What follows belongs to an exercise in optimizing a design on an open flow for small area, a short achievable clock period and few clock cycles; a production flow would make more cautious choices.
RTL that was checked went through simulation tests only; none was proved equivalent to the original.
Only the layout flow was run in run 4; the RTL was not checked for function there.
Power is estimated from default activity; no workload was simulated.

===== config.mk =====
export PLATFORM = sky130hd
export DESIGN_NAME = canopy_fec_tx
export DESIGN_NICKNAME = canopy_fec_tx
export VERILOG_FILES = /design/flow/design.v
export SDC_FILE = /design/flow/constraint.sdc
export NUM_CORES = 4
export LEC_CHECK = 0
export ABC_CLOCK_PERIOD_IN_PS = 4000
export CAP_MARGIN = 20
export CORE_MARGIN = 2
export CORE_UTILIZATION = 55
export SLEW_MARGIN = 20

===== constraint.sdc =====
create_clock -name core_clock -period 13.0 [get_ports {clk}]
set_input_delay 2.6000 -clock core_clock [delete_from_list [all_inputs] [get_ports {clk}]]
set_output_delay 2.6000 -clock core_clock [all_outputs]
set_load 0.01 [all_outputs]

===== design.v =====
module canopy_fec_tx (
    input  wire        clk,
    input  wire        rst,         
    input  wire        start,
    input  wire [30:0] seed,
    input  wire        in_valid,
    output wire        in_ready,
    input  wire [9:0]  in_sym,
    output reg         out_valid,
    input  wire        out_ready,
    output reg  [13:0] out_trits,
    output reg         out_first    
);
    function [159:0] rs_prod(input [9:0] f);
        reg [75:0] x;
        begin
            x[0] = f[0];
            x[1] = f[1];
            x[2] = f[2];
            x[3] = f[3];
            x[4] = f[4];
            x[5] = f[5];
            x[6] = f[6];
            x[7] = f[7];
            x[8] = f[8];
            x[9] = f[9];
            x[10] = x[3] ^ x[7];
            x[11] = x[5] ^ x[9];
            x[12] = x[2] ^ x[6];
            x[13] = x[4] ^ x[8];
            x[14] = x[0] ^ x[1];
            x[15] = x[9] ^ x[10];
            x[16] = x[1] ^ x[11];
            x[17] = x[8] ^ x[12];
            x[18] = x[13] ^ x[14];
            x[19] = x[0] ^ x[13];
            x[20] = x[4] ^ x[12];
            x[21] = x[3] ^ x[5];
            x[22] = x[4] ^ x[6];
            x[23] = x[3] ^ x[11];
            x[24] = x[5] ^ x[7];
            x[25] = x[5] ^ x[10];
            x[26] = x[2] ^ x[4];
            x[27] = x[7] ^ x[14];
            x[28] = x[10] ^ x[11];
            x[29] = x[2] ^ x[13];
            x[30] = x[12] ^ x[13];
            x[31] = x[6] ^ x[18];
            x[32] = x[6] ^ x[8];
            x[33] = x[0] ^ x[20];
            x[34] = x[11] ^ x[27];
            x[35] = x[2] ^ x[8];
            x[36] = x[1] ^ x[17];
            x[37] = x[1] ^ x[20];
            x[38] = x[2] ^ x[19];
            x[39] = x[7] ^ x[16];
            x[40] = x[10] ^ x[16];
            x[41] = x[3] ^ x[9];
            x[42] = x[7] ^ x[9];
            x[43] = x[0] ^ x[12];
            x[44] = x[0] ^ x[22];
            x[45] = x[12] ^ x[15];
            x[46] = x[0] ^ x[6];
            x[47] = x[10] ^ x[14];
            x[48] = x[14] ^ x[21];
            x[49] = x[1] ^ x[15];
            x[50] = x[1] ^ x[25];
            x[51] = x[3] ^ x[16];
            x[52] = x[14] ^ x[23];
            x[53] = x[0] ^ x[2];
            x[54] = x[0] ^ x[21];
            x[55] = x[0] ^ x[35];
            x[56] = x[1] ^ x[21];
            x[57] = x[1] ^ x[22];
            x[58] = x[1] ^ x[24];
            x[59] = x[11] ^ x[12];
            x[60] = x[0] ^ x[17];
            x[61] = x[1] ^ x[29];
            x[62] = x[3] ^ x[18];
            x[63] = x[6] ^ x[19];
            x[64] = x[14] ^ x[15];
            x[65] = x[15] ^ x[44];
            x[66] = x[16] ^ x[17];
            x[67] = x[17] ^ x[21];
            x[68] = x[18] ^ x[24];
            x[69] = x[32] ^ x[54];
            x[70] = x[3] ^ x[31];
            x[71] = x[10] ^ x[36];
            x[72] = x[11] ^ x[33];
            x[73] = x[13] ^ x[51];
            x[74] = x[15] ^ x[38];
            x[75] = x[26] ^ x[39];
            rs_prod[0] = x[30] ^ x[39];
            rs_prod[1] = x[17] ^ x[28];
            rs_prod[2] = x[6] ^ x[13] ^ x[15];
            rs_prod[3] = x[12] ^ x[14];
            rs_prod[4] = x[2] ^ x[47];
            rs_prod[5] = x[2] ^ x[62];
            rs_prod[6] = x[26] ^ x[52];
            rs_prod[7] = x[21] ^ x[37];
            rs_prod[8] = x[25] ^ x[33];
            rs_prod[9] = x[25] ^ x[31];
            rs_prod[10] = x[41] ^ x[61];
            rs_prod[11] = x[26] ^ x[23];
            rs_prod[12] = x[21] ^ x[22];
            rs_prod[13] = x[17] ^ x[40];
            rs_prod[14] = x[15] ^ x[30];
            rs_prod[15] = x[13] ^ x[28];
            rs_prod[16] = x[11] ^ x[63];
            rs_prod[17] = x[6] ^ x[34];
            rs_prod[18] = x[17] ^ x[27];
            rs_prod[19] = x[35] ^ x[64];
            rs_prod[20] = x[13] ^ x[40];
            rs_prod[21] = x[19] ^ x[59];
            rs_prod[22] = x[6] ^ x[40];
            rs_prod[23] = x[12] ^ x[52];
            rs_prod[24] = x[10] ^ x[37];
            rs_prod[25] = x[25] ^ x[38];
            rs_prod[26] = x[23] ^ x[31];
            rs_prod[27] = x[20] ^ x[34];
            rs_prod[28] = x[25] ^ x[36];
            rs_prod[29] = x[19] ^ x[45];
            rs_prod[30] = x[74];
            rs_prod[31] = x[73];
            rs_prod[32] = x[72];
            rs_prod[33] = x[18] ^ x[59];
            rs_prod[34] = x[12] ^ x[40];
            rs_prod[35] = x[10] ^ x[30];
            rs_prod[36] = x[19] ^ x[28];
            rs_prod[37] = x[11] ^ x[31];
            rs_prod[38] = x[12] ^ x[34];
            rs_prod[39] = x[71];
            rs_prod[40] = x[9] ^ x[31];
            rs_prod[41] = x[2] ^ x[34];
            rs_prod[42] = x[3] ^ x[36];
            rs_prod[43] = x[71];
            rs_prod[44] = x[74];
            rs_prod[45] = x[73];
            rs_prod[46] = x[72];
            rs_prod[47] = x[6] ^ x[50];
            rs_prod[48] = x[7] ^ x[30];
            rs_prod[49] = x[0] ^ x[8] ^ x[28];
            rs_prod[50] = x[22] ^ x[15];
            rs_prod[51] = x[24] ^ x[19];
            rs_prod[52] = x[32] ^ x[16];
            rs_prod[53] = x[0] ^ x[3] ^ x[26];
            rs_prod[54] = x[4] ^ x[48];
            rs_prod[55] = x[5] ^ x[37];
            rs_prod[56] = x[43] ^ x[25];
            rs_prod[57] = x[10] ^ x[31];
            rs_prod[58] = x[29] ^ x[39];
            rs_prod[59] = x[17] ^ x[23];
            rs_prod[60] = x[68];
            rs_prod[61] = x[66];
            rs_prod[62] = x[45];
            rs_prod[63] = x[48];
            rs_prod[64] = x[37];
            rs_prod[65] = x[53] ^ x[25];
            rs_prod[66] = x[70];
            rs_prod[67] = x[75];
            rs_prod[68] = x[67];
            rs_prod[69] = x[65];
            rs_prod[70] = x[10] ^ x[13];
            rs_prod[71] = x[11] ^ x[13];
            rs_prod[72] = x[11] ^ x[46];
            rs_prod[73] = x[70];
            rs_prod[74] = x[75];
            rs_prod[75] = x[67];
            rs_prod[76] = x[65];
            rs_prod[77] = x[68];
            rs_prod[78] = x[66];
            rs_prod[79] = x[45];
            rs_prod[80] = x[42] ^ x[46];
            rs_prod[81] = x[8] ^ x[27];
            rs_prod[82] = x[1] ^ x[9] ^ x[35];
            rs_prod[83] = x[10] ^ x[43];
            rs_prod[84] = x[10] ^ x[18];
            rs_prod[85] = x[16] ^ x[29];
            rs_prod[86] = x[12] ^ x[23];
            rs_prod[87] = x[22] ^ x[10];
            rs_prod[88] = x[24] ^ x[13];
            rs_prod[89] = x[32] ^ x[11];
            rs_prod[90] = x[13] ^ x[50];
            rs_prod[91] = x[11] ^ x[30];
            rs_prod[92] = x[6] ^ x[28];
            rs_prod[93] = x[6] ^ x[48];
            rs_prod[94] = x[7] ^ x[37];
            rs_prod[95] = x[55] ^ x[25];
            rs_prod[96] = x[41] ^ x[31];
            rs_prod[97] = x[26] ^ x[34];
            rs_prod[98] = x[21] ^ x[36];
            rs_prod[99] = x[15] ^ x[33];
            rs_prod[100] = x[14] ^ x[26] ^ x[28];
            rs_prod[101] = x[56] ^ x[30];
            rs_prod[102] = x[28] ^ x[33];
            rs_prod[103] = x[9] ^ x[60];
            rs_prod[104] = x[49];
            rs_prod[105] = x[38];
            rs_prod[106] = x[52];
            rs_prod[107] = x[14] ^ x[20];
            rs_prod[108] = x[2] ^ x[14] ^ x[25];
            rs_prod[109] = x[12] ^ x[62];
            rs_prod[110] = x[8] ^ x[49];
            rs_prod[111] = x[9] ^ x[38];
            rs_prod[112] = x[51];
            rs_prod[113] = x[18] ^ x[45];
            rs_prod[114] = x[29] ^ x[40];
            rs_prod[115] = x[23] ^ x[30];
            rs_prod[116] = x[22] ^ x[28];
            rs_prod[117] = x[24] ^ x[63];
            rs_prod[118] = x[32] ^ x[39];
            rs_prod[119] = x[42] ^ x[60];
            rs_prod[120] = x[3] ^ x[57];
            rs_prod[121] = x[24] ^ x[26];
            rs_prod[122] = x[69];
            rs_prod[123] = x[15];
            rs_prod[124] = x[19];
            rs_prod[125] = x[16];
            rs_prod[126] = x[43];
            rs_prod[127] = x[47];
            rs_prod[128] = x[61];
            rs_prod[129] = x[53] ^ x[23];
            rs_prod[130] = x[4] ^ x[50];
            rs_prod[131] = x[5] ^ x[30];
            rs_prod[132] = x[46] ^ x[28];
            rs_prod[133] = x[69];
            rs_prod[134] = x[42] ^ x[57];
            rs_prod[135] = x[24] ^ x[55];
            rs_prod[136] = x[32] ^ x[41] ^ x[14];
            rs_prod[137] = x[9] ^ x[26] ^ x[27];
            rs_prod[138] = x[35] ^ x[56];
            rs_prod[139] = x[41] ^ x[33];
            rs_prod[140] = x[16];
            rs_prod[141] = x[43];
            rs_prod[142] = x[47];
            rs_prod[143] = x[11] ^ x[29];
            rs_prod[144] = x[6] ^ x[23];
            rs_prod[145] = x[7] ^ x[44];
            rs_prod[146] = x[8] ^ x[58];
            rs_prod[147] = x[9] ^ x[17];
            rs_prod[148] = x[15];
            rs_prod[149] = x[19];
            rs_prod[150] = x[32] ^ x[58];
            rs_prod[151] = x[42] ^ x[17];
            rs_prod[152] = x[8] ^ x[15];
            rs_prod[153] = x[22] ^ x[34];
            rs_prod[154] = x[14] ^ x[24] ^ x[17];
            rs_prod[155] = x[17] ^ x[64];
            rs_prod[156] = x[29] ^ x[49];
            rs_prod[157] = x[23] ^ x[29];
            rs_prod[158] = x[22] ^ x[23];
            rs_prod[159] = x[24] ^ x[44];
        end
    endfunction
    function [13:0] b3_hi(input [4:0] x);
        begin
            b3_hi[0] = (x == 5'd1) |
                (x == 5'd4) |
                (x == 5'd7) |
                (x == 5'd10) |
                (x == 5'd13) |
                (x == 5'd16) |
                (x == 5'd19) |
                (x == 5'd22) |
                (x == 5'd25) |
                (x == 5'd28) |
                (x == 5'd31);
            b3_hi[1] = (x == 5'd2) |
                (x == 5'd5) |
                (x == 5'd8) |
                (x == 5'd11) |
                (x == 5'd14) |
                (x == 5'd17) |
                (x == 5'd20) |
                (x == 5'd23) |
                (x == 5'd26) |
                (x == 5'd29);
            b3_hi[2] = (x == 5'd3) |
                (x == 5'd4) |
                (x == 5'd5) |
                (x == 5'd12) |
                (x == 5'd13) |
                (x == 5'd14) |
                (x == 5'd21) |
                (x == 5'd22) |
                (x == 5'd23) |
                (x == 5'd30) |
                (x == 5'd31);
            b3_hi[3] = (x == 5'd6) |
                (x == 5'd7) |
                (x == 5'd8) |
                (x == 5'd15) |
                (x == 5'd16) |
                (x == 5'd17) |
                (x == 5'd24) |
                (x == 5'd25) |
                (x == 5'd26);
            b3_hi[4] = (x == 5'd1) |
                (x == 5'd4) |
                (x == 5'd7) |
                (x == 5'd9) |
                (x == 5'd12) |
                (x == 5'd15) |
                (x == 5'd20) |
                (x == 5'd23) |
                (x == 5'd26) |
                (x == 5'd28) |
                (x == 5'd31);
            b3_hi[5] = (x == 5'd2) |
                (x == 5'd5) |
                (x == 5'd8) |
                (x == 5'd10) |
                (x == 5'd13) |
                (x == 5'd16) |
                (x == 5'd18) |
                (x == 5'd21) |
                (x == 5'd24) |
                (x == 5'd29);
            b3_hi[6] = (x == 5'd2) |
                (x == 5'd3) |
                (x == 5'd7) |
                (x == 5'd12) |
                (x == 5'd16) |
                (x == 5'd17) |
                (x == 5'd21) |
                (x == 5'd22) |
                (x == 5'd26) |
                (x == 5'd27) |
                (x == 5'd31);
            b3_hi[7] = (x == 5'd1) |
                (x == 5'd5) |
                (x == 5'd6) |
                (x == 5'd10) |
                (x == 5'd11) |
                (x == 5'd15) |
                (x == 5'd20) |
                (x == 5'd24) |
                (x == 5'd25) |
                (x == 5'd29) |
                (x == 5'd30);
            b3_hi[8] = (x == 5'd2) |
                (x == 5'd6) |
                (x == 5'd9) |
                (x == 5'd10) |
                (x == 5'd13) |
                (x == 5'd17) |
                (x == 5'd21) |
                (x == 5'd25) |
                (x == 5'd28) |
                (x == 5'd29);
            b3_hi[9] = (x == 5'd3) |
                (x == 5'd7) |
                (x == 5'd11) |
                (x == 5'd14) |
                (x == 5'd15) |
                (x == 5'd18) |
                (x == 5'd22) |
                (x == 5'd26) |
                (x == 5'd30);
            b3_hi[10] = (x == 5'd4) |
                (x == 5'd5) |
                (x == 5'd6) |
                (x == 5'd7) |
                (x == 5'd16) |
                (x == 5'd17) |
                (x == 5'd18) |
                (x == 5'd27) |
                (x == 5'd28) |
                (x == 5'd29) |
                (x == 5'd30);
            b3_hi[11] = (x == 5'd8) |
                (x == 5'd9) |
                (x == 5'd10) |
                (x == 5'd11) |
                (x == 5'd19) |
                (x == 5'd20) |
                (x == 5'd21) |
                (x == 5'd22) |
                (x == 5'd31);
            b3_hi[12] = (x == 5'd12) |
                (x == 5'd13) |
                (x == 5'd14) |
                (x == 5'd15) |
                (x == 5'd16) |
                (x == 5'd17) |
                (x == 5'd18) |
                (x == 5'd19) |
                (x == 5'd20) |
                (x == 5'd21) |
                (x == 5'd22);
            b3_hi[13] = (x == 5'd23) |
                (x == 5'd24) |
                (x == 5'd25) |
                (x == 5'd26) |
                (x == 5'd27) |
                (x == 5'd28) |
                (x == 5'd29) |
                (x == 5'd30) |
                (x == 5'd31);
        end
    endfunction
    function [7:0] b3_lo(input [5:0] x);
        begin
            b3_lo[0] = (x == 6'd1) |
                (x == 6'd4) |
                (x == 6'd7) |
                (x == 6'd10) |
                (x == 6'd13) |
                (x == 6'd16) |
                (x == 6'd19) |
                (x == 6'd22) |
                (x == 6'd25) |
                (x == 6'd28) |
                (x == 6'd31) |
                (x == 6'd34) |
                (x == 6'd37) |
                (x == 6'd40) |
                (x == 6'd43) |
                (x == 6'd46) |
                (x == 6'd49) |
                (x == 6'd52) |
                (x == 6'd55) |
                (x == 6'd58) |
                (x == 6'd61);
            b3_lo[1] = (x == 6'd2) |
                (x == 6'd5) |
                (x == 6'd8) |
                (x == 6'd11) |
                (x == 6'd14) |
                (x == 6'd17) |
                (x == 6'd20) |
                (x == 6'd23) |
                (x == 6'd26) |
                (x == 6'd29) |
                (x == 6'd32) |
                (x == 6'd35) |
                (x == 6'd38) |
                (x == 6'd41) |
                (x == 6'd44) |
                (x == 6'd47) |
                (x == 6'd50) |
                (x == 6'd53) |
                (x == 6'd56) |
                (x == 6'd59) |
                (x == 6'd62);
            b3_lo[2] = (x == 6'd3) |
                (x == 6'd4) |
                (x == 6'd5) |
                (x == 6'd12) |
                (x == 6'd13) |
                (x == 6'd14) |
                (x == 6'd21) |
                (x == 6'd22) |
                (x == 6'd23) |
                (x == 6'd30) |
                (x == 6'd31) |
                (x == 6'd32) |
                (x == 6'd39) |
                (x == 6'd40) |
                (x == 6'd41) |
                (x == 6'd48) |
                (x == 6'd49) |
                (x == 6'd50) |
                (x == 6'd57) |
                (x == 6'd58) |
                (x == 6'd59);
            b3_lo[3] = (x == 6'd6) |
                (x == 6'd7) |
                (x == 6'd8) |
                (x == 6'd15) |
                (x == 6'd16) |
                (x == 6'd17) |
                (x == 6'd24) |
                (x == 6'd25) |
                (x == 6'd26) |
                (x == 6'd33) |
                (x == 6'd34) |
                (x == 6'd35) |
                (x == 6'd42) |
                (x == 6'd43) |
                (x == 6'd44) |
                (x == 6'd51) |
                (x == 6'd52) |
                (x == 6'd53) |
                (x == 6'd60) |
                (x == 6'd61) |
                (x == 6'd62);
            b3_lo[4] = (x == 6'd9) |
                (x == 6'd10) |
                (x == 6'd11) |
                (x == 6'd12) |
                (x == 6'd13) |
                (x == 6'd14) |
                (x == 6'd15) |
                (x == 6'd16) |
                (x == 6'd17) |
                (x == 6'd36) |
                (x == 6'd37) |
                (x == 6'd38) |
                (x == 6'd39) |
                (x == 6'd40) |
                (x == 6'd41) |
                (x == 6'd42) |
                (x == 6'd43) |
                (x == 6'd44) |
                (x == 6'd63);
            b3_lo[5] = (x == 6'd18) |
                (x == 6'd19) |
                (x == 6'd20) |
                (x == 6'd21) |
                (x == 6'd22) |
                (x == 6'd23) |
                (x == 6'd24) |
                (x == 6'd25) |
                (x == 6'd26) |
                (x == 6'd45) |
                (x == 6'd46) |
                (x == 6'd47) |
                (x == 6'd48) |
                (x == 6'd49) |
                (x == 6'd50) |
                (x == 6'd51) |
                (x == 6'd52) |
                (x == 6'd53);
            b3_lo[6] = (x == 6'd27) |
                (x == 6'd28) |
                (x == 6'd29) |
                (x == 6'd30) |
                (x == 6'd31) |
                (x == 6'd32) |
                (x == 6'd33) |
                (x == 6'd34) |
                (x == 6'd35) |
                (x == 6'd36) |
                (x == 6'd37) |
                (x == 6'd38) |
                (x == 6'd39) |
                (x == 6'd40) |
                (x == 6'd41) |
                (x == 6'd42) |
                (x == 6'd43) |
                (x == 6'd44) |
                (x == 6'd45) |
                (x == 6'd46) |
                (x == 6'd47) |
                (x == 6'd48) |
                (x == 6'd49) |
                (x == 6'd50) |
                (x == 6'd51) |
                (x == 6'd52) |
                (x == 6'd53);
            b3_lo[7] = (x == 6'd54) |
                (x == 6'd55) |
                (x == 6'd56) |
                (x == 6'd57) |
                (x == 6'd58) |
                (x == 6'd59) |
                (x == 6'd60) |
                (x == 6'd61) |
                (x == 6'd62) |
                (x == 6'd63);
        end
    endfunction
    function [3:0] dig_add(input [3:0] x);
        begin
            dig_add[0] = (x == 4'd1) |
                (x == 4'd4) |
                (x == 4'd10);
            dig_add[1] = (x == 4'd2) |
                (x == 4'd5) |
                (x == 4'd8);
            dig_add[2] = (x == 4'd6) |
                (x == 4'd9) |
                (x == 4'd10);
            dig_add[3] = (x == 4'd2) |
                (x == 4'd5) |
                (x == 4'd8);
        end
    endfunction
    function [13:0] to_trits(input [10:0] v);
        reg [13:0] a;
        reg [7:0]  b;
        reg [13:0] u;
        reg [6:0]  g, p, c;
        integer k;
        begin
            a = b3_hi(v[10:6]);
            b = b3_lo(v[5:0]);
            for (k = 0; k < 4; k = k + 1)
                {p[k], g[k], u[2*k +: 2]} = dig_add({b[2*k +: 2], a[2*k +: 2]});
            for (k = 4; k < 7; k = k + 1) begin
                u[2*k +: 2] = a[2*k +: 2];
                g[k] = 1'b0;
                p[k] = a[2*k+1];
            end
            c[0] = 1'b0;
            c[1] = g[0];
            c[2] = g[1] | (p[1] & g[0]);
            c[3] = g[2] | (p[2] & g[1]) | (p[2] & p[1] & g[0]);
            c[4] = g[3] | (p[3] & g[2]) | (p[3] & p[2] & g[1]) | (p[3] & p[2] & p[1] & g[0]);
            c[5] = p[4] & c[4];
            c[6] = p[5] & p[4] & c[4];
            for (k = 0; k < 7; k = k + 1)
                to_trits[2*k +: 2] = c[k] ? {u[2*k], ~u[2*k+1] & ~u[2*k]} : u[2*k +: 2];
        end
    endfunction
    reg        in_ready_r;
    reg  [9:0] sym_q;           
    reg        v_q;
    reg  [9:0] ccnt;            
    reg        flush;           
    reg        sof;             
    reg  [3:0] cwi;             
    reg        fpend;           
    reg  [9:0] par [0:15];
    reg [30:0] scr;
    reg [19:0] gw;              
    reg  [4:0] d;               
    reg [10:0] e_q;             
    reg        e_v, e_first;
    assign in_ready = in_ready_r;
    wire clr       = rst | start;
    wire acc       = in_valid & in_ready_r;    
    wire room      = (d <= 5'd9) | (d == 5'd31);
    wire hold      = v_q & ~room;
    wire push_d    = v_q & room;
    wire par_phase = (ccnt[9:4] == 6'b100001) & ~v_q;
    wire push_p    = par_phase & (flush | room);
    wire push_w    = push_d | (push_p & ~flush);
    wire wrap      = push_p & (ccnt[3:0] == 4'hf);
    wire [9:0]   fb     = v_q ? (sym_q ^ par[15]) : 10'd0;
    wire [9:0]   cw_sym = v_q ? sym_q : par[15];
    wire [159:0] prod   = rs_prod(fb);
    reg  [9:0] key;
    integer b;
    always @(*)
        for (b = 0; b < 10; b = b + 1)
            key[9-b] = scr[30-b] ^ scr[27-b];
    wire [9:0] s = cw_sym ^ key;
    wire [29:0] z = {gw, s};
    wire [10:0] grp = z[d +: 11];
    wire        have = push_w ? (d != 5'd31) : ((d >= 5'd10) & (d != 5'd31));
    wire adv_out = ~out_valid | out_ready;
    wire adv_e   = ~e_v | adv_out;
    wire pop     = adv_e & have;
    wire [4:0] d_pw   = d + (push_w ? 5'd10 : 5'd0);
    wire [4:0] d_next = pop ? d_pw - 5'd11 : d_pw;
    wire [9:0] ccnt_b     = wrap ? 10'd0 : ccnt + {9'd0, push_p};
    wire [9:0] ccnt_b1    = ccnt_b + 10'd1;
    wire       lt0        = (ccnt_b < 10'd528);
    wire       lt1        = (ccnt_b < 10'd527);
    wire       last0      = (ccnt_b == 10'd543);
    wire       flush_next = flush & ~wrap;
    wire       room_np    = (d_pw <= 5'd9) | (d_pw == 5'd31);
    wire       room_p     = (d_pw <= 5'd20) | (d_pw == 5'd31);
    wire       r00 = (lt0 & (~hold | room_np)) | (last0 & (flush_next | room_np));
    wire       r01 = (lt0 & (~hold | room_p))  | (last0 & (flush_next | room_p));
    wire       r10 = lt1 & room_np;
    wire       r11 = lt1 & room_p;
    wire       ready_next = pop ? (acc ? r11 : r01) : (acc ? r10 : r00);
    always @(posedge clk) begin
        if (!hold)
            sym_q <= in_sym;
        if (push_d | push_p) begin
            par[0] <= prod[9:0];
            for (b = 1; b < 16; b = b + 1)
                par[b] <= par[b-1] ^ prod[10*b +: 10];
        end
        if (push_w)
            gw <= {gw[9:0], s};
        if (start)
            scr <= seed;
        else if (push_w)
            scr <= {scr[20:0], key};
    end
    always @(posedge clk) begin
        if (clr) begin
            in_ready_r <= 1'b0;
            v_q        <= 1'b0;
            ccnt       <= 10'd528;
            flush      <= 1'b1;
            sof        <= 1'b1;
            cwi        <= 4'd0;
            fpend      <= 1'b0;
            d          <= 5'd31;
        end else begin
            in_ready_r <= ready_next;
            v_q        <= acc | hold;
            ccnt       <= acc ? ccnt_b1 : ccnt_b;
            flush      <= flush_next;
            if (push_d)
                sof <= 1'b0;
            else if (wrap)
                sof <= 1'b1;
            if (wrap & ~flush)
                cwi <= (cwi == 4'd10) ? 4'd0 : cwi + 4'd1;
            if (push_d & sof & (cwi == 4'd0))
                fpend <= 1'b1;
            else if (pop)
                fpend <= 1'b0;
            d          <= d_next;
        end
    end
    wire [13:0] trits = to_trits(e_q);
    always @(posedge clk) begin
        if (clr) begin
            e_v       <= 1'b0;
            out_valid <= 1'b0;
        end else begin
            if (adv_e) begin
                e_v     <= have;
                e_q     <= grp;
                e_first <= fpend;
            end
            if (adv_out) begin
                out_valid <= e_v;
                out_trits <= trits;
                out_first <= e_first;
            end
        end
    end
endmodule

===== flow/run.sh =====
#!/bin/bash
# Own layout flow: the standard synthesis and layout, with the timing
# repair asked to keep a setup margin so that paths end up well below the
# 13 ns clock period the layout is constrained and signed off at.
set -euo pipefail
bash standard.sh synth > synth.log 2>&1
bash standard.sh finish SETUP_SLACK_MARGIN=9.4 > layout.log 2>&1

===== standard.sh =====
#!/bin/bash
# synth_recipe.tcl (not shown) runs the flow's synth.tcl, then flattens the netlist and writes it again
# the make line also repeats each setting of config.mk as NAME=value (left out here)
make -C /OpenROAD-flow-scripts/flow DESIGN_CONFIG=/design/flow/config.mk WORK_HOME=/design/flow/orfs CLKGATE_MAP_FILE= SYNTH_SCRIPT=/design/flow/synth_recipe.tcl "${@:-finish}"

==> reports/summary.log, run 1 <==
[outcome] outcome finished clean
[timing] share of the clock period used by the worst path 28.4%
[timing] Highest Clock Rate 271 MHz
[clock_tree] clk latency of the worst-skew pair 0.56 ns
[layout] number of nets in the layout 1495
[critical_path] Setup Crit Path Kind reg2out
[clock_tree] Max Root-Sink Buffers 3
[critical_path] type of element capturing the critical path primary output
[logic_synthesis] Synth Net Count 1403
[clock_tree] depth of the CTS H-tree 1
[timing] Tightest Pin Transition 0.910 ns
[placement] RePlAce Congestion 0.848
[routing] First-pass DRT Iterations 5
[routing] routed wirelength normalized by instance count 20.5 um
[routing] first-iteration detailed-routing DRC count 727
[critical_path] Critical Path Fanout Max 1
[floorplan] initial cell density of the core 55.6%
[global_routing] number of global-route vias before repair 10200
[clock_tree] Post-CTS Hold Fix Bufs 0
[global_routing] antenna violations before repair 0
[layout] fill count 2265
[timing] setup repair after global routing missed its margin true
[routing] residual DRC count 0
[logic_synthesis] warning count from the yosys run 2
[clock_tree] TritonCTS Buffers 31
[routing] antenna-violating nets left 0
[power_and_ir_drop] Int Power 1.62 mW
[logic_synthesis] summed instance area of the synthesized netlist 15900 um2
[routing] vias post-DR 10300
[power_and_ir_drop] VDD IR max 108 uV
[global_routing] maximum number of pins on one net before global-route repair 92
[power_and_ir_drop] share of total power in sequential cells 45.8%
[clock_tree] clock tree root driver cell clkbuf_16
[floorplan] Cell Rows 62
[placement] Placement Cell Area 16900 um2
[critical_path] category of cells accounting for the largest share of critical-path delay flip-flops
[power_and_ir_drop] switching share of power 25.1%
[critical_path] data arrival time of the critical path 1.10 ns
[logic_synthesis] sequential-to-total area share from yosys stat 50.1%
[timing] endpoints failing hold 0
[logic_synthesis] commonest register cell after synthesis edfxtp_1
[placement] quantity of I/O buffers inserted on ports 62
[routing] final routed wirelength across all metal layers 38.0 mm
[global_routing] GRT overflow 0
[clock_tree] count of clock tree sinks 274
[power_and_ir_drop] power per cell area 118 nW/um2
[clock_tree] clock-pin slew reported for the worst setup and hold paths after clock tree synthesis 0.06 ns
[flow_run] total of max-cap violations 0
[layout] multi-input logic area 7720 um2
[power_and_ir_drop] Logic pwr share 14.6%
[floorplan] placeable core region 28600 um2
[logic_synthesis] share of the synthesized area in the top cell type 46.8%
[logic_synthesis] Post-Synthesis Cells 1349
[critical_path] critical path data required time 10.40 ns
[timing] relative max-transition margin 39.1%
[critical_path] max incr delay on CP 0.39 ns
[global_routing] Tot GR Track Use 25.1%
[clock_tree] clock tree from TritonCTS built
[floorplan] count of pins on the block boundary 63
[routing] detail-routed via count per cell 5.56
[logic_synthesis] count of distinct cell types in the synthesized netlist 87
[layout] layout overhead on the synthesized area 15.1%
[power_and_ir_drop] share of power burned in the clock network 39.7%
[logic_synthesis] post-synthesis register bit count 274
[timing] Final Critical Period 3.70 ns
[layout] post-route design area 18300 um2
[timing] Max Clock Skew 0.0144 ns
[floorplan] width of the die 174 um
[critical_path] Worst path slowest cell edfxtp_1
[critical_path] ordered list of cells on the worst path buf_2
[floorplan] DIE AREA 30300 um2
[placement] placed wire-length estimate 25.3 mm
[layout] # diodes 0
[logic_synthesis] leading post-synthesis cells by cell area edfxtp_1 (47%), xnor2_1 (12%), xor2_1 (10%)
[power_and_ir_drop] Static Leakage 7.05 nW
[floorplan] die boundary height 174 um
[critical_path] count of buffer and inverter cells on the critical path 1
[power_and_ir_drop] Total Power 2.16 mW
[layout] layout cell share with drive strength beyond 1 15.6%
[hold_path] worst min-delay path category reg2reg
[layout] area occupied by registers 7980 um2
[timing] Final Max Slew Viols 0
[logic_synthesis] cell taking the most area after synthesis edfxtp_1
[logic_synthesis] FFs w/ async S/R, synth 0%
[critical_path] startpoint type of the worst setup path flip-flop
[global_routing] wire length of the first global-routing pass 58.7 mm
[power_and_ir_drop] switching pwr 0.544 mW
[timing] final sum of negative setup slack 0 ns
[timing] final-report setup violation count 0
[logic_synthesis] synthesized area per cell 11.8 um2
[logic_synthesis] Post-synth EDFFs 248
[metrics by stage]
stage | std cells | setup WS, ns | hold WS, ns | util (%)
6_report | 1849 | 9.30 | 0.428 | 64.0
5_1_grt | 1849 | 9.28 | 0.435 | 64.0
4_1_cts | 1827 | 9.29 | 0.421 | 63.1
3_5_place_dp | 1748 | 8.50 | 0.407 | 59.0
3_3_place_gp | 1748 | 8.53 | 0.415 | 59.0
2_1_floorplan | 1349 | 9.16 | 0.400 | -
[timing repair]
item | CTS | global route
buffers inserted | 20 | 22
endpoints found under the setup margin | 186 | 40
pin swaps | 3 | 3
gates resized for setup | 86 | 18
gates cloned | 2 | 0
[registers in the layout (all words and copies together) (netlist names), 4 cells and up]
register   flops
par          160
scr           31
gw            20
out_trits     14
e_q           11
ccnt          10
sym_q         10
d              5
cwi            4
[final timing paths]
kind / start / slack, ns / cells past startpoint / to
max: out_trits[0] / 9.30 / 1 / out_trits[0]
min: e_first / 0.43 / 0 / out_first
max reg2reg: e_q[2] / 9.57 / 12 / out_trits[10]
min reg2reg: e_first / 0.43 / 0 / out_first
[cell families after synthesis]
kind of cell / Yosys count / share of synthesized area [%]
flops: 274 / 50.1
buf+inv: 79 / 2.27
mux: 98 / 7.21
xor+xnor: 400 / 22.0
fa+ha+maj: 9 / 0.692
simple gates: 294 / 9.30
compound gates: 195 / 8.40
[cell usage after synthesis (4+ instances only)]
master and number:
nor3_1 13, o21ai_0 49, dfxtp_1 26, o31ai_1 5, buf_4 5, o211ai_1 8
nor2b_1 20, and3_1 6, nand3_1 21, or2_2 6, nand3b_1 8, o221ai_1 5
a211oi_1 11, nor2_1 70, nor3b_1 7, or3_1 6, inv_1 8, mux2_2 42
nor4_1 5, o21ai_1 4, xor2_1 190, buf_2 19, buf_1 12, a31oi_1 13
nand4_1 4, xnor2_1 210, clkbuf_1 26, a21oi_1 56, and2_1 5, mux2i_1 47
edfxtp_1 248, ha_1 8, nand2b_1 18, inv_2 5, mux4_2 9, nand2_1 87
[power by group through the flow]
| stage | sequential, mW | clock (mW) | combinational, mW |
|---|---|---|---|
| detailed placement | 1.02 | 0 | 0.287 |
| finish | 0.991 | 0.858 | 0.315 |
| global placement | 1.02 | 0 | 0.283 |
| CTS | 0.996 | 0.871 | 0.297 |
| global route | 0.993 | 0.905 | 0.347 |
| floorplan | 1.00 | 0 | 0.232 |
[worst reg2reg max path: stages, from the launching register on]
cell       delay (ns)
edfxtp_1         0.45
buf_12           0.19
xnor2_1          0.24
a211oi_2         0.11
a2111oi_2        0.53
or3_4            0.26
o21ai_4          0.12
o211ai_2         0.27
a32oi_4          0.18
nor2_4           0.26
nand2_1          0.12
a2111o_1         0.42
a22oi_2          0.13
[layout by cell type, fill, tap and decap left out, types with 43 or more instances in the layout]
cell	netlist	final
xor2_1	190	187
o21ai_0	49	49
a21oi_1	56	53
xnor2_1	210	209
nand2_1	87	86
clkdlybuf4s50_1	0	43
buf_4	5	52
mux2i_1	47	47
edfxtp_1	248	248
nor2_1	70	68
[routing by layer]
layer  vias up  track usage, %  wire length, um  part of all wire, %
met2       180            44.9            19400                   51
met3        62            2.84             1140                  3.0
li1       4999               -                -                    -
met1      5044            32.1            16400                   43
met4         0            7.42             1050                  2.8
met5         -               0                0                    0
[cell type report]
cell class | instances | area share, %
multi-input combinational | 997 | 42.1
timing repair buffer | 123 | 5.98
sequential | 274 | 43.6
tap | 384 | 2.62
clock inverter | 16 | 0.888
inverter | 14 | 0.287
clock buffer | 41 | 4.50
Testbench counts, summed over its fixed seeds: cycles 52,368.
==> run 2: changes to the inputs <==
--- a/config.mk
+++ b/config.mk
@@ -5,8 +5,11 @@
 export SDC_FILE = /design/flow/constraint.sdc
 export NUM_CORES = 4
 export LEC_CHECK = 0
-export ABC_CLOCK_PERIOD_IN_PS = 4000
+export ABC_AREA = 1
 export CAP_MARGIN = 20
 export CORE_MARGIN = 2
 export CORE_UTILIZATION = 55
+export CTS_BUF_LIST = sky130_fd_sc_hd__clkbuf_8
+export CTS_CLUSTER_DIAMETER = 50
+export CTS_CLUSTER_SIZE = 14
 export SLEW_MARGIN = 20
==> run 2 against run 1 <==
Compared with the run above: cell count rose by 22%; setup slack lost 0.0012 ns; die area is 4.6% higher; clock-buffer cell count decreased by 11; design area up 0.49%; sequential share of layout area shrank 0.23 points; critical path type unchanged; first-iteration DRC count rose by 80%.
==> reports/summary.log, run 2 <==
[outcome] outcome finished clean
[power_and_ir_drop] Total Power 2.34 mW [+8.3%]
[logic_synthesis] FFs w/ async S/R, synth 0% [unchanged]
[logic_synthesis] warning count from the yosys run 2 [unchanged]
[critical_path] data arrival time of the critical path 1.10 ns [about the same]
[global_routing] wire length of the first global-routing pass 63.6 mm [+8.4%]
[clock_tree] count of clock tree sinks 274 [unchanged]
[logic_synthesis] synthesized area per cell 9.30 um2 [-21%]
[layout] Layout Cells excl Fill 2265 [+22%]
[logic_synthesis] share of the synthesized area in the top cell type 44.7% [-2.1 points]
[critical_path] Worst path slowest cell edfxtp_1
[routing] First-pass DRT Iterations 5 [unchanged]
[routing] final routed wirelength across all metal layers 41.5 mm [+9.2%]
[layout] register ranked first by flip-flop count par
[logic_synthesis] cell taking the most area after synthesis edfxtp_1
[timing] endpoints failing hold 0 [unchanged]
[critical_path] capture instance of the worst register-to-register path in_ready_r
[floorplan] count of pins on the block boundary 63 [unchanged]
[floorplan] width of the die 178 um [+2.3%]
[critical_path] Setup Crit Path Kind reg2out
[placement] placed cells 2202 [+26%]
[flow_run] total of max-cap violations 0 [unchanged]
[timing] Final Critical Period 3.70 ns [+0.00124 ns]
[critical_path] reg-to-reg startpoint d[4]
[logic_synthesis] most used standard cell by instance count after synthesis nand2_1
[timing] setup repair after global routing missed its margin true
[clock_tree] clock-pin slew reported for the worst setup and hold paths after clock tree synthesis 0.08 ns [+0.02 ns]
[layout] number of nets in the layout 1908 [+28%]
[logic_synthesis] Post-Synthesis Cells 1791 [+33%]
[floorplan] Cell Rows 63 [+1.6%]
[routing] met3 layer wire length in the routed design 1.88 mm [+65%]
[logic_synthesis] post-synthesis register bit count 274 [unchanged]
[clock_tree] depth of the CTS H-tree 1 [unchanged]
[logic_synthesis] Synth Net Count 1845 [+32%]
[timing] Tightest Pin Transition 0.888 ns [-0.0226 ns]
[power_and_ir_drop] power per cell area 127 nW/um2 [+7.8%]
[routing] first-iteration detailed-routing DRC count 1310 [+80%]
[routing] vias post-DR 12100 [+18%]
[logic_synthesis] commonest register cell after synthesis edfxtp_1
[clock_tree] clk latency of the worst-skew pair 0.62 ns [+0.06 ns]
[hold_path] worst min-delay path category reg2reg
[logic_synthesis] sequential-to-total area share from yosys stat 47.8% [-2.3 points]
[floorplan] die boundary height 178 um [+2.3%]
[logic_synthesis] count of distinct cell types in the synthesized netlist 51 [-41%]
[timing] Final Worst Setup Slack 9.30 ns [-0.00124 ns]
[timing] Highest Clock Rate 271 MHz [about the same]
[routing] detail-routed via count per cell 5.36 [-3.7%]
[routing] top metal layer carrying routed signals met4
[critical_path] critical path data required time 10.40 ns [about the same]
[clock_tree] clock tree root driver cell clkbuf_8
[layout] fill count 2523 [+11%]
[routing] routed wirelength normalized by instance count 18.3 um [-11%]
[power_and_ir_drop] Static Leakage 8.82 nW [+25%]
[timing] share of the clock period used by the worst path 28.4% [about the same]
[placement] placed wire-length estimate 30.0 mm [+18%]
[placement] quantity of I/O buffers inserted on ports 62 [unchanged]
[timing] Final Max Slew Viols 0 [unchanged]
[global_routing] maximum number of pins on one net before global-route repair 87 [-5.4%]
[routing] length of routed met2 wiring 21.2 mm [+9.4%]
[logic_synthesis] Synth top cells by count nand2_1 (464), edfxtp_1 (248), xor2_1 (217), inv_1 (151), nor2_1 (125)
[layout] flip-flop count of the largest register after layout 160 [unchanged]
[logic_synthesis] summed instance area of the synthesized netlist 16700 um2 [+4.7%]
[critical_path] count of buffer and inverter cells on the critical path 1 [unchanged]
[routing] residual DRC count 0 [unchanged]
[layout] post-layout util 61.9% [-2.0 points]
[floorplan] initial cell density of the core 56.1% [+0.50 points]
[hold_path] worst hold path endpoint e_first
[placement] RePlAce Congestion 0.922 [+8.8%]
[critical_path] Critical Path Fanout Max 1 [unchanged]
[routing] antenna-violating nets left 0 [unchanged]
[critical_path] ordered list of cells on the worst path buf_2
[global_routing] GRT overflow 0 [unchanged]
[power_and_ir_drop] VDD IR max 82.8 uV [-23%]
[clock_tree] TritonCTS Buffers 30 [-3.2%]
[placement] worst slack, placed 8.22 ns [-0.282 ns]
[routing] wl on met1 17.0 mm [+3.9%]
[clock_tree] clock tree from TritonCTS built
[timing] relative max-transition margin 40.8% [+1.7 points]
[layout] layout overhead on the synthesized area 10.5%
[global_routing] Tot GR Track Use 26.3% [+1.2 points]
[timing] final-report setup violation count 0 [unchanged]
[logic_synthesis] Post-synth EDFFs 248 [unchanged]
[critical_path] max incr delay on CP 0.37 ns [-0.02 ns]
[hold_path] HP Start fpend
[critical_path] type of element capturing the critical path primary output
[global_routing] number of global-route vias before repair 11600 [+13%]
[timing] Max Clock Skew 0.0443 ns [+0.0299 ns]
[critical_path] startpoint type of the worst setup path flip-flop
[critical_path] cell depth of the worst flop-to-flop path 18 [+6]
[layout] most frequent standard cell in the layout excluding fill and tap cells nand2_1
[logic_synthesis] leading post-synthesis cells by cell area edfxtp_1 (45%), xor2_1 (11%), nand2_1 (10%)
[clock_tree] Max Root-Sink Buffers 3 [unchanged]
[critical_path] category of cells accounting for the largest share of critical-path delay flip-flops
[timing] final sum of negative setup slack 0 ns [unchanged]
[hold_path] number of cells on the worst hold path 0 [unchanged]
[critical_path] slack of the worst reg-to-reg path 9.51 ns [-0.06 ns]
[floorplan] DIE AREA 31700 um2 [+4.6%]
[layout] most frequent cells in the layout nand2_1 (461), edfxtp_1 (248), xor2_1 (216)
[layout] layout cell share with drive strength beyond 1 9.49% [-6.1 points]
[layout] registers with the most flip-flops par x160, scr x31, gw x20
[floorplan] placeable core region 29700 um2 [+3.8%]
[global_routing] antenna violations before repair 0 [unchanged]
[layout] # diodes 0 [unchanged]
==> run 2: area by class of cell <==
type | instances | area (um2) | area share, %
clock buffers | 30 | 413 | 2.24
clock inverters | 23 | 231 | 1.26
inverters | 164 | 648 | 3.52
multi-input cells | 1306 | 7920 | 43.0
flip-flops and latches | 274 | 7980 | 43.3
well taps | 390 | 488 | 2.65
repair buffers | 77 | 717 | 3.90
repair inverters | 1 | 7.51 | 0.0408
==> run 2: where the power goes <==
part | switching (mW) | leakage, nW | internal (mW) | total (mW)
Combinational | 0.470 | 5.44 | 0.213 | 0.684
Sequential | 0.0357 | 3.04 | 1.00 | 1.04
Clock | 0.334 | 0.337 | 0.287 | 0.621
Total | 0.840 | 8.82 | 1.50 | 2.34
==> run 2: kinds of logic after synthesis <==
group | count (synthesis) | synth area share (%)
muxes | 6 | 0.368
DFF | 274 | 47.8
and+or+nand+nor | 771 | 19.6
AOI/OAI and AO/OA | 155 | 5.15
buffers and inverters | 214 | 5.36
xor gates and xnor gates | 363 | 21.1
adders and majority gates | 8 | 0.601
==> run 2: worst max path at each step <==
stage                        from            end  slack [ns]  depth (start not counted)
finish              out_trits[10]  out_trits[10]        9.30                          1
global route                 d[4]     in_ready_r        9.23                         18
CTS                 out_trits[10]  out_trits[10]        9.25                          1
detailed placement          start         scr[3]        8.22                          4
global placement            start         scr[3]        8.21                          4
floorplan                   start      out_first        9.34                          4
==> run 2: per-stage QoR <==
| stage | cell area [um2] | hold slack, ns |
|---|---|---|
| final | 18400 | 0.449 |
| after CTS | 18300 | 0.451 |
| after global placement | 17600 | 0.427 |
| after global routing | 18400 | 0.469 |
| after floorplan | 16700 | 0.400 |
| after detailed placement | 17600 | 0.426 |
==> run 2: timing repair <==
item	CTS	global route
gates resized for setup	84	18
endpoints found under the setup margin	191	163
buffers inserted	4	1
hold buffers	0	0
pin swaps	3	1
cloned	3	2
==> run 2: per-layer routing <==
metal / vias up / global-route usage (%)
met5: - / 0
met1: 5769 / 32.7
met3: 69 / 3.01
met4: 0 / 8.78
met2: 327 / 47.4
li1: 5973 / -
==> run 3: changes to the inputs <==
--- a/config.mk
+++ b/config.mk
@@ -5,7 +5,7 @@
 export SDC_FILE = /design/flow/constraint.sdc
 export NUM_CORES = 4
 export LEC_CHECK = 0
-export ABC_AREA = 1
+export ABC_CLOCK_PERIOD_IN_PS = 4000
 export CAP_MARGIN = 20
 export CORE_MARGIN = 2
 export CORE_UTILIZATION = 55
==> run 3 against run 2 <==
Compared with the run above: area after synthesis shrank 4.5%; global-route usage decreased by 1.2 points; via count down 15%; critical path depth unchanged; largest cell class unchanged.
==> reports/summary.log, run 3 <==
[outcome] outcome finished clean
[power_and_ir_drop] Static Leakage 6.93 nW [-21%]
[layout] most frequent cells in the layout edfxtp_1 (248), xnor2_1 (209), xor2_1 (187)
[floorplan] DIE AREA 30300 um2 [-4.4%]
[logic_synthesis] cell taking the most area after synthesis edfxtp_1
[critical_path] ordered list of cells on the worst path buf_2
[layout] registers with the most flip-flops par x160, scr x31, gw x20
[timing] endpoints failing hold 0 [unchanged]
[timing] share of the clock period used by the worst path 28.8% [+0.40 points]
[logic_synthesis] post-synthesis register bit count 274 [unchanged]
[power_and_ir_drop] Total Power 1.93 mW [-18%]
[layout] post-route design area 18000 um2 [-2.2%]
[global_routing] met2 GRT Util 45.2% [-2.2 points]
[floorplan] initial cell density of the core 55.6% [-0.50 points]
[layout] # diodes 0 [unchanged]
[hold_path] worst min-delay path category reg2reg
[routing] routed wirelength normalized by instance count 20.6 um [+13%]
[logic_synthesis] warning count from the yosys run 2 [unchanged]
[logic_synthesis] Post-Synthesis Cells 1349 [-25%]
[floorplan] width of the die 174 um [-2.2%]
[routing] antenna-violating nets left 0 [unchanged]
[logic_synthesis] sequential-to-total area share from yosys stat 50.1% [+2.3 points]
[routing] detail-routed via count per cell 5.58 [+4.2%]
[timing] Max Clock Skew 0.0340 ns [-0.0103 ns]
[global_routing] number of global-route vias before repair 10100 [-13%]
[clock_tree] clock tree root driver cell clkbuf_8
[timing] Tightest Pin Transition 0.939 ns [+0.0512 ns]
[critical_path] Critical Path Fanout Max 1 [unchanged]
[floorplan] placeable core region 28600 um2 [-3.7%]
[placement] placed wire-length estimate 25.3 mm [-16%]
[clock_tree] Max Root-Sink Buffers 3 [unchanged]
[critical_path] Setup Crit Path Kind reg2out
[clock_tree] clk latency of the worst-skew pair 0.62 ns [about the same]
[timing] Final Critical Period 3.75 ns [+0.0520 ns]
[floorplan] die boundary height 174 um [-2.2%]
[placement] Placement Cell Area 16900 um2 [-4.1%]
[critical_path] Worst path slowest cell edfxtp_1
[placement] RePlAce Congestion 0.848 [-8.1%]
[layout] flip-flop count of the largest register after layout 160 [unchanged]
[flow_run] total of max-cap violations 0 [unchanged]
[layout] layout overhead on the synthesized area 13.2%
[logic_synthesis] count of distinct cell types in the synthesized netlist 87 [+71%]
[logic_synthesis] synthesized area per cell 11.8 um2 [+27%]
[clock_tree] clock-pin slew reported for the worst setup and hold paths after clock tree synthesis 0.09 ns [about the same]
[clock_tree] TritonCTS Buffers 31 [+3.3%]
[timing] worst-case hold slack 0.428 ns [-0.0208 ns]
[global_routing] maximum number of pins on one net before global-route repair 92 [+5.7%]
[logic_synthesis] FFs w/ async S/R, synth 0% [unchanged]
[global_routing] wire length of the first global-routing pass 58.4 mm [-8.2%]
[clock_tree] depth of the CTS H-tree 1 [unchanged]
[clock_tree] clock tree from TritonCTS built
[layout] Layout Cells excl Fill 1853 [-18%]
[power_and_ir_drop] power per cell area 107 nW/um2 [-16%]
[critical_path] max incr delay on CP 0.39 ns [+0.02 ns]
[critical_path] data arrival time of the critical path 1.15 ns [+0.05 ns]
[logic_synthesis] Synth Net Count 1403 [-24%]
[logic_synthesis] share of the synthesized area in the top cell type 46.8% [+2.1 points]
[placement] worst slack, placed 8.50 ns [+0.282 ns]
[layout] register ranked first by flip-flop count par
[layout] post-layout util 62.9% [+0.97 points]
[logic_synthesis] commonest register cell after synthesis edfxtp_1
[logic_synthesis] Synth top cells by count edfxtp_1 (248), xnor2_1 (210), xor2_1 (190), nand2_1 (87), nor2_1 (70)
[layout] fill count 2302 [-8.8%]
[timing] relative max-transition margin 37.4% [-3.4 points]
[global_routing] GRT overflow 0 [unchanged]
[routing] First-pass DRT Iterations 4 [-1]
[routing] first-iteration detailed-routing DRC count 774 [-41%]
[global_routing] met3 demand-to-capacity share in global routing 2.69% [-0.31 points]
[critical_path] category of cells accounting for the largest share of critical-path delay flip-flops
[layout] multi-input logic area 7720 um2 [-2.5%]
[power_and_ir_drop] VDD IR max 80.9 uV [-2.3%]
[critical_path] critical path data required time 10.40 ns [about the same]
[critical_path] startpoint type of the worst setup path flip-flop
[placement] quantity of I/O buffers inserted on ports 62 [unchanged]
[logic_synthesis] most used standard cell by instance count after synthesis edfxtp_1
[routing] vias post-DR 10300 [-15%]
[layout] most frequent standard cell in the layout excluding fill and tap cells edfxtp_1
[placement] placed cells 1748 [-21%]
[timing] Highest Clock Rate 267 MHz [-1.4%]
[timing] final sum of negative setup slack 0 ns [unchanged]
[global_routing] antenna violations before repair 0 [unchanged]
[routing] final routed wirelength across all metal layers 38.2 mm [-7.9%]
[layout] area occupied by registers 7980 um2 [+0.11%]
[layout] number of nets in the layout 1499 [-21%]
[global_routing] routing usage on met1 32.0% [-0.69 points]
[clock_tree] count of clock tree sinks 274 [unchanged]
[critical_path] count of buffer and inverter cells on the critical path 1 [unchanged]
[timing] final-report setup violation count 0 [unchanged]
[layout] layout cell share with drive strength beyond 1 16.2% [+6.7 points]
[global_routing] Tot GR Track Use 25.0% [-1.2 points]
[timing] Final Worst Setup Slack 9.25 ns [-0.0520 ns]
[timing] setup repair after global routing missed its margin true
[critical_path] type of element capturing the critical path primary output
[floorplan] count of pins on the block boundary 63 [unchanged]
[logic_synthesis] Post-synth EDFFs 248 [unchanged]
[floorplan] Cell Rows 62 [-1.6%]
[logic_synthesis] leading post-synthesis cells by cell area edfxtp_1 (47%), xnor2_1 (12%), xor2_1 (10%)
[global_routing] GRT Max-Usage Layer met2
[routing] residual DRC count 0 [unchanged]
[logic_synthesis] summed instance area of the synthesized netlist 15900 um2 [-4.5%]
[timing] Final Max Slew Viols 0 [unchanged]
## run 3: final cells by class
type / count / area share (%)
multi-input combinational: 998 / 42.9
clock inverter: 26 / 1.24
timing repair buffer: 126 / 6.17
tap: 384 / 2.67
clock buffer: 31 / 2.37
inverter: 14 / 0.292
sequential: 274 / 44.3
## run 3: cells by family after synthesis
family	Yosys count	share of synthesized area, %
adder cells (fa/ha/maj)	9	0.692
AND/OR/NAND/NOR	294	9.30
AO/OA/AOI/OAI	195	8.40
buffers and inverters	79	2.27
multiplexers	98	7.21
XOR/XNOR	400	22.0
flip-flops	274	50.1
## run 3: worst reg2reg max path, stage by stage, from the launching register on
cell and delay (ns):
edfxtp_1 0.44, buf_12 0.18, xnor2_1 0.16, a211oi_1 0.30, a21oi_1 0.09, a211o_1 0.40
o21ai_4 0.34, o211ai_2 0.18, a32oi_4 0.30, o21ai_1 0.17, nor2b_4 0.19, a2111o_1 0.39
a22oi_2 0.12
## run 3: final timing paths
check	startpoint	to	slack (ns)	cells after the start
worst min register to register	e_first	out_first	0.43	0
worst min-delay path	e_first	out_first	0.43	0
worst max-delay path	out_trits[1]	out_trits[1]	9.25	1
worst max register to register	e_q[2]	out_trits[10]	9.60	12
## run 3: where the power goes
| part | switching [mW] | internal, mW |
|---|---|---|
| Sequential | 0.0150 | 0.974 |
| Combinational | 0.174 | 0.141 |
| Clock | 0.348 | 0.278 |
| Total | 0.537 | 1.39 |
## run 3: layer usage
metal  part of all wire (%)  routed length, um
met1                     43              16500
met4                    2.6                988
met5                      0                  0
met2                     51              19600
met3                    3.0               1130
## run 3: what timing repair did
| item | in CTS | in global routing |
|---|---|---|
| hold buffers | 0 | 0 |
| gates cloned | 1 | 2 |
| buffers inserted | 12 | 33 |
| hold endpoints to repair | 0 | 0 |
| resized for setup | 83 | 23 |
| pin swaps | 2 | 5 |
| setup endpoints to repair | 183 | 191 |
==> run 4: changes to the inputs <==
--- a/design.v
+++ b/design.v
@@ -616,6 +616,7 @@
     reg [30:0] scr;
     reg [19:0] gw;              
     reg  [4:0] d;               
+    reg  [3:0] ph;              
     reg [10:0] e_q;             
     reg        e_v, e_first;
     assign in_ready = in_ready_r;
@@ -637,8 +638,8 @@
         for (b = 0; b < 10; b = b + 1)
             key[9-b] = scr[30-b] ^ scr[27-b];
     wire [9:0] s = cw_sym ^ key;
-    wire [29:0] z = {gw, s};
-    wire [10:0] grp = z[d +: 11];
+    wire [19:0] win = room ? {gw[9:0], s} : gw;
+    wire [10:0] grp = win[ph +: 11];
     wire        have = push_w ? (d != 5'd31) : ((d >= 5'd10) & (d != 5'd31));
     wire adv_out = ~out_valid | out_ready;
     wire adv_e   = ~e_v | adv_out;
@@ -683,6 +684,7 @@
             cwi        <= 4'd0;
             fpend      <= 1'b0;
             d          <= 5'd31;
+            ph         <= 4'd9;
         end else begin
             in_ready_r <= ready_next;
             v_q        <= acc | hold;
@@ -699,6 +701,8 @@
             else if (pop)
                 fpend <= 1'b0;
             d          <= d_next;
+            if (pop)
+                ph <= (ph == 4'd0) ? 4'd9 : ph - 4'd1;
         end
     end
     wire [13:0] trits = to_trits(e_q);
==> flow/run.sh (replaced) <==
#!/bin/bash
# Own layout flow: the standard synthesis and layout, with the timing
# repair asked to keep a setup margin so that paths end up well below the
# 13 ns clock period the layout is constrained and signed off at, and the
# port buffers made of the smallest buffer (timing repair resizes the ones
# on critical paths).
set -euo pipefail
bash standard.sh synth > synth.log 2>&1
bash standard.sh finish SETUP_SLACK_MARGIN=9.4 "BUFFER_PORTS_ARGS=-buffer_cell sky130_fd_sc_hd__buf_1" > layout.log 2>&1
==> run 4 against run 3 <==
Compared with the run above: critical path type unchanged; worst hold slack better by 0.00050 ns; sequential power hardly changed; design area is 0.15% lower; largest power group unchanged; register-to-register slack worse by 0.05 ns; clock-buffer cell count is 6 higher; die area is 0.99% higher; first-iteration DRC count is 2.7% lower; setup slack better by 0.088 ns.
==> reports/summary.log, run 4 <==
[global_routing] antenna violations before repair 0 [unchanged]
[floorplan] Cell Rows 62 [unchanged]
[critical_path] startpoint type of the worst setup path flip-flop
[logic_synthesis] share of cell area taken by muxes after synthesis 8.13% [+0.92 points]
[logic_synthesis] leading post-synthesis cells by cell area edfxtp_1 (46%), xnor2_1 (12%), xor2_1 (10%)
[hold_path] worst min-delay path category reg2reg
[global_routing] GRT overflow 0 [unchanged]
[clock_tree] count of clock tree sinks 278 [+1.5%]
[routing] routed wirelength normalized by instance count 20.0 um [-2.9%]
[critical_path] Critical Path Fanout Max 1 [unchanged]
[logic_synthesis] simple-gate share of the synthesized area 8.30% [-1.0 points]
[logic_synthesis] warning count from the yosys run 2 [unchanged]
[logic_synthesis] Synth top cells by count edfxtp_1 (248), xnor2_1 (222), xor2_1 (186), nand2_1 (78), nor2_1 (65)
[clock_tree] TritonCTS Buffers 36 [+16%]
[timing] endpoints failing hold 0 [unchanged]
[layout] layout overhead on the synthesized area 11.9%
[layout] multi-input logic area 7760 um2 [+0.50%]
[floorplan] count of pins on the block boundary 63 [unchanged]
[logic_synthesis] post-synthesis share of cell area spent on full adders, half adders and majority gates 0.755% [+0.063 points]
[critical_path] ordered list of cells on the worst path clkbuf_2
[critical_path] category of cells accounting for the largest share of critical-path delay flip-flops
[outcome] outcome finished clean
[timing] Highest Clock Rate 273 MHz [+2.4%]
[global_routing] wire length of the first global-routing pass 57.6 mm [-1.4%]
[critical_path] Worst path slowest cell edfxtp_1
[clock_tree] clock tree from TritonCTS built
[layout] number of nets in the layout 1483 [-1.1%]
[logic_synthesis] summed instance area of the synthesized netlist 16100 um2 [+1.0%]
[timing] relative max-transition margin 31.8% [-5.6 points]
[layout] most frequent cells in the layout edfxtp_1 (248), xnor2_1 (218), xor2_1 (184)
[power_and_ir_drop] power per cell area 130 nW/um2 [+21%]
[clock_tree] depth of the CTS H-tree 2 [+1]
[timing] final sum of negative setup slack 0 ns [unchanged]
[logic_synthesis] FFs w/ async S/R, synth 0% [unchanged]
[critical_path] type of element capturing the critical path primary output
[critical_path] critical path data required time 10.40 ns [about the same]
[logic_synthesis] Post-synth EDFFs 248 [unchanged]
[global_routing] Tot GR Track Use 24.3% [-0.73 points]
[critical_path] data arrival time of the critical path 1.06 ns [-0.09 ns]
[layout] flip-flop count of the largest register after layout 160 [unchanged]
[logic_synthesis] compound-cell area share of the yosys netlist 7.63% [-0.77 points]
[critical_path] max incr delay on CP 0.39 ns [about the same]
[floorplan] DIE AREA 30600 um2 [+0.99%]
[timing] Final Critical Period 3.66 ns [-0.0878 ns]
[logic_synthesis] commonest register cell after synthesis edfxtp_1
[logic_synthesis] share of the synthesized area in the top cell type 46.4% [-0.47 points]
[critical_path] Setup Crit Path Kind reg2out
[layout] # diodes 0 [unchanged]
[timing] setup repair after global routing missed its margin true
[layout] register ranked first by flip-flop count par
[floorplan] die boundary height 175 um [+0.49%]
[layout] layout cell share with drive strength beyond 1 16.6% [+0.42 points]
[logic_synthesis] post-synthesis register bit count 278 [+1.5%]
[power_and_ir_drop] Static Leakage 6.87 nW [-0.86%]
[layout] registers with the most flip-flops par x160, scr x31, gw x20
[floorplan] initial cell density of the core 56.0% [+0.41 points]
[routing] first-iteration detailed-routing DRC count 753 [-2.7%]
[timing] Tightest Pin Transition 1.02 ns [+0.0802 ns]
[placement] placed wire-length estimate 24.2 mm [-4.6%]
[routing] detail-routed via count per cell 5.58 [-0.11%]
[routing] vias post-DR 10300 [-0.81%]
[routing] antenna-violating nets left 0 [unchanged]
[critical_path] count of buffer and inverter cells on the critical path 1 [unchanged]
[timing] share of the clock period used by the worst path 28.2% [-0.68 points]
[placement] quantity of I/O buffers inserted on ports 62 [unchanged]
[logic_synthesis] main combinational cell family by area after synthesis XOR/XNOR gates
[layout] fill count 2343 [+1.8%]
[clock_tree] clock-pin slew reported for the worst setup and hold paths after clock tree synthesis 0.07 ns [-0.02 ns]
[logic_synthesis] xor/xnor share of the synthesized area 22.5% [+0.52 points]
[placement] RePlAce Congestion 0.847 [-0.17%]
[routing] final routed wirelength across all metal layers 36.8 mm [-3.6%]
[power_and_ir_drop] VDD IR max 73.7 uV [-8.9%]
[floorplan] width of the die 175 um [+0.49%]
[logic_synthesis] Synth Net Count 1392 [-0.78%]
[timing] Max Clock Skew 0.0393 ns [+0.00526 ns]
[logic_synthesis] cell taking the most area after synthesis edfxtp_1
[flow_run] total of max-cap violations 0 [unchanged]
[layout] most frequent standard cell in the layout excluding fill and tap cells edfxtp_1
[floorplan] placeable core region 28700 um2 [+0.27%]
[global_routing] maximum number of pins on one net before global-route repair 89 [-3.3%]
[timing] worst-case hold slack 0.428 ns [+0.000500 ns]
[logic_synthesis] synthesized area per cell 12.0 um2 [+1.8%]
[timing] Final Max Slew Viols 0 [unchanged]
[clock_tree] Max Root-Sink Buffers 3 [unchanged]
[logic_synthesis] sequential-to-total area share from yosys stat 50.1% [about the same]
[logic_synthesis] most used standard cell by instance count after synthesis edfxtp_1
[logic_synthesis] Post-Synthesis Cells 1338 [-0.82%]
[layout] area occupied by registers 8050 um2 [+0.83%]
[clock_tree] clk latency of the worst-skew pair 0.56 ns [-0.06 ns]
[logic_synthesis] count of distinct cell types in the synthesized netlist 88 [+1.1%]
[routing] residual DRC count 0 [unchanged]
[timing] final-report setup violation count 0 [unchanged]
[clock_tree] clock tree root driver cell clkbuf_8
[routing] First-pass DRT Iterations 5 [+1]
[layout] post-layout util 62.6% [-0.27 points]
[global_routing] number of global-route vias before repair 10200 [+0.37%]
-- run 4: cell types whose count changed after synthesis, moves of 7 or more --
| cell | change |
|---|---|
| clkbuf_1 | +7 |
| xnor2_1 | +12 |
| a31oi_1 | -7 |
| o21ai_0 | -11 |
| nand2_1 | -9 |
| mux2i_1 | +16 |
| a21oi_1 | -22 |
| mux2_2 | +10 |
| inv_1 | +10 |
| nand3_1 | -8 |
-- run 4: final cells by class --
type	instances	share of cell area, %
Timing Repair Buffer	117	4.04
Tap cell	384	2.67
Timing Repair inverter	1	0.0278
Clock buffer	37	2.83
Clock inverter	28	2.01
Sequential cell	278	44.8
Inverter	20	0.439
Multi-Input combinational cell	975	43.2
-- run 4: logic make-up (layout without fill, tap and decap cells) --
logic type	count (synthesis)	in the layout
AND/OR/NAND/NOR	262	262
AO/OA/AOI/OAI	173	173
flip-flops	278	278
XOR/XNOR	411	411
adder cells (fa/ha/maj)	10	10
buffers and inverters	85	203
multiplexers	119	119
-- run 4: power breakdown --
part           switching, mW  internal, mW  total [mW]  leakage (nW)
sequential            0.0194          1.00        1.02          3.06
combinational          0.287         0.234       0.522          3.38
clock                  0.367         0.419       0.786         0.425
total                  0.673          1.66        2.33          6.87
-- run 4: metrics by stage --
step / power (mW) / instances / area (um2) / worst slack [ns]
floorplan: 1.44 / 1338 / 16200 / 9.27
detailed placement: 1.52 / 1733 / 16600 / 8.58
finish: 2.33 / 1840 / 18000 / 9.34
CTS: 2.32 / 1813 / 17700 / 9.29
global placement: 1.51 / 1733 / 16600 / 8.58
global route: 2.43 / 1840 / 18000 / 9.28
-- run 4: path summary, 6_finish.rpt --
check                 start       endpoint  slack, ns  cells after the start
hold reg to reg     e_first      out_first       0.43                      0
setup reg to reg     e_q[9]  out_trits[10]       9.55                     10
hold / removal      e_first      out_first       0.43                      0
setup / recovery  out_first      out_first       9.34                      1
-- run 4: worst register-to-register path, delay by kind of cell, from the launching register on --
family | cells | cell delay (ns)
DFF | 1 | 0.47
and+or+nand+nor | 1 | 0.43
AOI/OAI and AO/OA | 8 | 2.08
buffers and inverters | 1 | 0.21
-- run 4: what timing repair did --
action,4_1_cts,5_1_grt
gates resized for setup,11,23
gates cloned,1,0
hold endpoints to repair,0,0
buffers inserted,14,27
pin swaps,1,2
endpoints found under the setup margin,60,57
hold buffers,0,0
-- run 4: layer usage --
metal	track usage [%]	share of wire [%]	vias up	wire, um
met3	3.11	3.9	66	1450
met2	42.3	51	253	18700
met5	0	0	-	0
met1	31.9	43	4994	15700
li1	-	-	4951	-
met4	7.05	2.7	0	1000

[what the ideal ports hide]
No port has a modelled driver above. Below, the same layouts with a new extraction and two added sets of constraints. Step 1 (the two cells are an assumption about what drives the block):
set clk [get_ports {clk}]
set_driving_cell -lib_cell sky130_fd_sc_hd__clkbuf_16 $clk
set_driving_cell -lib_cell sky130_fd_sc_hd__buf_2 [delete_from_list [all_inputs] $clk]
Step 2, shift: input delay + t, output delay - t, t = (earliest + latest rising clock arrival at the registers) / 2. This alone moves slack from input paths to output paths. a / b / c = no drivers / after step 1 / after step 2; a / b = the first two.
run	shift t [ns]	slack for setup (ns)	worst setup path after step 2	latest minus earliest clock arrival (ns)	cell pins on the clock port's net
run 1	0.605	9.305 / 9.254 / 8.967	input to register	0.015 / 0.014	1
run 2	0.642	9.303 / 9.257 / 8.827	input to register	0.048 / 0.048	1
run 3	0.657	9.251 / 9.203 / 8.899	input to register	0.036 / 0.036	1
run 4	0.587	9.339 / 9.292 / 8.975	input to register	0.045 / 0.045	1
After both steps setup and hold are still met in every run listed. For run 2, which loses most, drivers alone change the setup slack by -0.046 ns; drivers and shift together by -0.476 ns.
